This design comes from an exercise in tuning for small area on the open sky130 flow, not from production work.
In this exercise RTL edits were held to simulation tests only and were not proved equivalent to the original.
Power figures rest on the tool's default switching activity, not on a simulated workload.

Setup of old:
Design win_compare, start of the top module:
module win_compare (
    input  wire        clk,
    input  wire        rst,
    input  wire        cfg_we,
    input  wire [10:0] cfg_w,         
    input  wire [20:0] cfg_trms,      
    input  wire [20:0] cfg_tdc,       
    input  wire        restart,
    input  wire        in_valid,
    input  wire [24:0] in_m,
    input  wire [24:0] in_x,
    output reg         dec_valid,
    output wire        dec_rms_fail,
    output wire        dec_dc_fail,
    output wire        dec_rms_raise,
    output wire        dec_dc_raise,
    output wire [60:0] dec_sumsq,
    output wire [35:0] dec_sum
);
Size: roughly 290 flip-flops, roughly 210 I/O pins, roughly 0.016 sq mm of cells after synthesis.
export LEC_CHECK = 0
export CAP_MARGIN = 20
export CORE_MARGIN = 2
export CORE_UTILIZATION = 40
export CTS_BUF_LIST = sky130_fd_sc_hd__clkbuf_8
export CTS_CLUSTER_DIAMETER = 60
export CTS_CLUSTER_SIZE = 12
export SLEW_MARGIN = 20
create_clock -name core_clock -period 20.0 [get_ports {clk}]
standard.sh (not shown) runs the stock make flow with config.mk's settings and CLKGATE_MAP_FILE= SYNTH_SCRIPT=/design/flow/synth_recipe.tcl, a recipe that flattens the netlist after the stock synthesis.
==> flow/flow/run.sh <==
#!/bin/bash
# The standard layout, with every input and output port buffered by the
# smallest buffer (buf_1) instead of the one buffer_ports picks by default,
# and a clock tree of clkbuf_4 leaf clusters without dummy loads.
set -euo pipefail
export BUFFER_PORTS_ARGS="-buffer_cell sky130_fd_sc_hd__buf_1"
export CTS_ARGS="-sink_clustering_enable -repair_clock_nets -buf_list sky130_fd_sc_hd__clkbuf_4 -sink_clustering_size 8 -sink_clustering_max_diameter 50 -dont_use_dummy_load"
bash standard.sh "BUFFER_PORTS_ARGS=$BUFFER_PORTS_ARGS" "CTS_ARGS=$CTS_ARGS" finish > standard_make.log 2>&1
Per the final summary, old finished and its layout is clean on timing, DRC and antenna.
What new does differently from old at the input level:
Settings: CTS_BUF_LIST: sky130_fd_sc_hd__clkbuf_8 -> sky130_fd_sc_hd__clkbuf_16; CTS_CLUSTER_DIAMETER: 60 -> 80; CTS_CLUSTER_SIZE: 12 -> 20.
==> flow/flow/run.sh <==
#!/bin/bash
# The standard layout, with every input and output port buffered by the
# smallest buffer (buf_1) instead of the one buffer_ports picks by default.
set -euo pipefail
export BUFFER_PORTS_ARGS="-buffer_cell sky130_fd_sc_hd__buf_1"
bash standard.sh "BUFFER_PORTS_ARGS=$BUFFER_PORTS_ARGS" finish > standard_make.log 2>&1
--- outcome ---
new reports a higher worst vdd rail ir drop than old does. Comparing old against new, there is no change at all in placed instance area. The lower fmax came out of new. new vs old, clock buffer instance count of the final layout went down by 22. Taking old as the reference, in new number of filler cells placed in the layout -about 1.2%; wire length the detailed router placed on met1 went up by 230 um.

========
try-pepper:
win_compare again, from the RTL that the note above started with.
export LEC_CHECK = 0
export CAP_MARGIN = 20
export CORE_MARGIN = 2
export CORE_UTILIZATION = 40
export CTS_BUF_LIST = sky130_fd_sc_hd__clkbuf_8
export CTS_CLUSTER_DIAMETER = 60
export CTS_CLUSTER_SIZE = 12
export SLEW_MARGIN = 20
create_clock -name core_clock -period 20.0 [get_ports {clk}]
==> flow/flow/run.sh <==
#!/bin/bash
# The standard layout, with every input and output port buffered by the
# smallest buffer (buf_1) instead of the one buffer_ports picks by default.
set -euo pipefail
export BUFFER_PORTS_ARGS="-buffer_cell sky130_fd_sc_hd__buf_1"
bash standard.sh "BUFFER_PORTS_ARGS=$BUFFER_PORTS_ARGS" finish > standard_make.log 2>&1
Input changes introduced in try-xenon (baseline for comparison: try-pepper):
Settings: removing CTS_BUF_LIST (formerly sky130_fd_sc_hd__clkbuf_8); removing CTS_CLUSTER_DIAMETER (formerly 60); removing CTS_CLUSTER_SIZE (formerly 12); changing CORE_UTILIZATION from 40 to 80.
==> flow/flow/run.sh <==
#!/bin/bash
# The standard layout, with every input and output port buffered by the
# smallest buffer (buf_1) instead of the one buffer_ports picks by default,
# and a clock tree of clkbuf_8 leaf clusters without dummy loads.
set -euo pipefail
export BUFFER_PORTS_ARGS="-buffer_cell sky130_fd_sc_hd__buf_1"
export CTS_ARGS="-sink_clustering_enable -repair_clock_nets -buf_list sky130_fd_sc_hd__clkbuf_8 -sink_clustering_size 15 -sink_clustering_max_diameter 70 -dont_use_dummy_load"
bash standard.sh "BUFFER_PORTS_ARGS=$BUFFER_PORTS_ARGS" "CTS_ARGS=$CTS_ARGS" finish > standard_make.log 2>&1
Findings:
- On clock input transition at the sequential cells of the worst setup and hold paths, try-pepper tracks try-xenon almost exactly.
- try-pepper was routed with fewer vias than try-xenon.
- Compared with try-pepper, number of global-route vias before repair in try-xenon increased by a few percent.
- Changes observed in try-xenon relative to try-pepper: worst hold slack rose by 4.7 ps, horizontal extent of the die now smaller.
- Looking at final-layout fill cell count, try-xenon sits 2887 lower than try-pepper does.
- | number of nets in the final layout | lower: try-xenon |
- Compared with try-pepper, try-xenon shows a lower critical path depth.
- The setup slack of try-xenon is smaller than that of try-pepper.
- Relative to try-pepper, initial standard-cell utilization of the core has gone up in try-xenon.
- try-xenon gives less total number of placement rows than try-pepper did.
Inputs modified between try-xenon and try-indigo:
Settings: changing CORE_UTILIZATION from 80 to 65.
Results
- Summary of the comparison: cell area after placement is higher in try-indigo, relative to try-xenon.
- On clock latency on the worst-skew pair, try-xenon and try-indigo are basically level.
- Diff try-xenon -> try-indigo | number of fill cells | up by more than half
- try-indigo and try-xenon ended up with roughly the same total number of nets in the final design.
- Of try-xenon and try-indigo, try-xenon shows the higher routability congestion estimate, with try-indigo below it.
- Comparing try-xenon and try-indigo, sequential share of layout area is lower on try-indigo.
- From try-xenon to try-indigo the numbers moved as follows: wire length after detailed routing went down 7.4%; overall global routing resource usage went down 8.9 points.
- Compared with try-xenon, try-indigo improves worst setup slack.
- Post-layout total power, try-xenon and try-indigo, higher one = try-xenon.

========
win_compare again, from the RTL that the note above started with.
export LEC_CHECK = 0
export CAP_MARGIN = 20
export CORE_MARGIN = 2
export CORE_UTILIZATION = 40
export CTS_BUF_LIST = sky130_fd_sc_hd__clkbuf_8
export CTS_CLUSTER_DIAMETER = 60
export CTS_CLUSTER_SIZE = 12
export SLEW_MARGIN = 20
create_clock -name core_clock -period 20.0 [get_ports {clk}]
==> flow/flow/run.sh <==
#!/bin/bash
# The standard layout, with every input and output port buffered by the
# smallest buffer (buf_1) instead of the one buffer_ports picks by default,
# and a clock tree of clkbuf_8 leaf clusters without dummy loads.
set -euo pipefail
export BUFFER_PORTS_ARGS="-buffer_cell sky130_fd_sc_hd__buf_1"
export CTS_ARGS="-sink_clustering_enable -repair_clock_nets -buf_list sky130_fd_sc_hd__clkbuf_8 -sink_clustering_size 15 -sink_clustering_max_diameter 70 -dont_use_dummy_load"
bash standard.sh "BUFFER_PORTS_ARGS=$BUFFER_PORTS_ARGS" "CTS_ARGS=$CTS_ARGS" finish > standard_make.log 2>&1
The baseline went through all stages and came out clean.
Then changed:
Settings changed: CORE_UTILIZATION 40 to 65.
Result:
- hold slack is better by 0.020 ns
- maximum frequency is about the same
- total power hardly moves
- flip-flop and latch count is unchanged
- register-to-register slack degrades by 0.17 ns
- first-iteration DRC count came out higher by 25%
- worst setup slack improves by 0.034 ns
- core utilization went up by 27 points
- area after synthesis is unchanged
- routed wire length shrinks by 6.8%
Then changed:
==> flow/flow/run.sh (replaced) <==
#!/bin/bash
# The standard layout, with every input and output port buffered by the
# smallest buffer (buf_1) instead of the one buffer_ports picks by default.
set -euo pipefail
export BUFFER_PORTS_ARGS="-buffer_cell sky130_fd_sc_hd__buf_1"
bash standard.sh "BUFFER_PORTS_ARGS=$BUFFER_PORTS_ARGS" finish > standard_make.log 2>&1
Settings changed: CORE_UTILIZATION 65 to 40, CTS_BUF_LIST sky130_fd_sc_hd__clkbuf_8 to sky130_fd_sc_hd__clkbuf_4, CTS_CLUSTER_DIAMETER 60 to not set, CTS_CLUSTER_SIZE 12 to not set.
The changed run went through all stages and came out clean.
Wire length went up by 10%.
Clock skew stays flat.
Via count went up by 4.3%.

========
Starting RTL as in the previous note.
clock: 20.0 ns
lec_check: 0
cap_margin: 20
core_margin: 2
core_utilization: 40
cts_buf_list: sky130_fd_sc_hd__clkbuf_8
cts_cluster_diameter: 60
cts_cluster_size: 12
slew_margin: 20
==> flow/flow/run.sh <==
#!/bin/bash
# The standard layout, with every input and output port buffered by the
# smallest buffer (buf_1) instead of the one buffer_ports picks by default,
# and a clock tree of clkbuf_16 leaf clusters without dummy loads.
set -euo pipefail
export BUFFER_PORTS_ARGS="-buffer_cell sky130_fd_sc_hd__buf_1"
export CTS_ARGS="-sink_clustering_enable -repair_clock_nets -buf_list sky130_fd_sc_hd__clkbuf_16 -sink_clustering_size 30 -sink_clustering_max_diameter 100 -dont_use_dummy_load"
bash standard.sh "BUFFER_PORTS_ARGS=$BUFFER_PORTS_ARGS" "CTS_ARGS=$CTS_ARGS" finish > standard_make.log 2>&1
Edit:
--- a/flow/flow/run.sh
+++ b/flow/flow/run.sh
@@ -4 +4 @@
-# and a clock tree of clkbuf_16 leaf clusters without dummy loads.
+# and a clock tree of clkbuf_8 leaf clusters without dummy loads.
@@ -7 +7 @@
-export CTS_ARGS="-sink_clustering_enable -repair_clock_nets -buf_list sky130_fd_sc_hd__clkbuf_16 -sink_clustering_size 30 -sink_clustering_max_diameter 100 -dont_use_dummy_load"
+export CTS_ARGS="-sink_clustering_enable -repair_clock_nets -buf_list sky130_fd_sc_hd__clkbuf_8 -sink_clustering_size 15 -sink_clustering_max_diameter 70 -dont_use_dummy_load"
--- a/flow/config.mk
+++ b/flow/config.mk
@@ -8 +8 @@
-export CAP_MARGIN = 20
+export CAP_MARGIN = 5
@@ -14 +14 @@
-export SLEW_MARGIN = 20
+export SLEW_MARGIN = 5
Result: Final area hardly moves. Total power drops by 1.5%. Maximum frequency climbs by 0.42%. Setup slack gains 0.075 ns.

afterwards: timing with drivers on the ports:
The results above use ideal ports. As a check the final layouts listed here were re-extracted and re-timed, cells and wires unchanged. Step 1 assumes that a clkbuf_16 drives the clock port and a buf_2 every other input. Step 2 moves the port delays by t, midway between the first and last clock arrival at a register: inputs arrive t later, outputs are due t later. That takes back most of the time a late clock gives input paths. Slacks: ideal ports / drivers / drivers and shift; pairs: ideal ports / drivers.
run | shift t [ns] | slack for setup (ns) | worst slew at a driven data input, ns | cell pins on the clock port's net
old | 0.777 | 2.049 / 2.079 / 1.302 | 0.06 | 1
new | 0.581 | 1.869 / 1.900 / 1.319 | 0.05 | 1
try-pepper | 0.628 | 1.893 / 1.922 / 1.294 | 0.05 | 1
try-xenon | 0.591 | 1.609 / 1.634 / 1.043 | 0.06 | 1
try-indigo | 0.594 | 1.942 / 1.967 / 1.373 | 0.06 | 1
the first run of note 3 | 0.635 | 1.908 / 1.937 / 1.302 | 0.05 | 1
the second run of note 3 | 0.594 | 1.942 / 1.967 / 1.373 | 0.06 | 1
the third run of note 3 | 0.766 | 2.016 / 2.041 / 1.275 | 0.05 | 1
the first run of note 4 | 0.554 | 1.832 / 1.865 / 1.311 | 0.06 | 1
the second run of note 4 | 0.635 | 1.908 / 1.937 / 1.302 | 0.05 | 1
After both steps setup and hold are still met in every run listed. For old, which loses most, drivers alone change the setup slack by +0.030 ns; drivers and shift together by -0.747 ns.
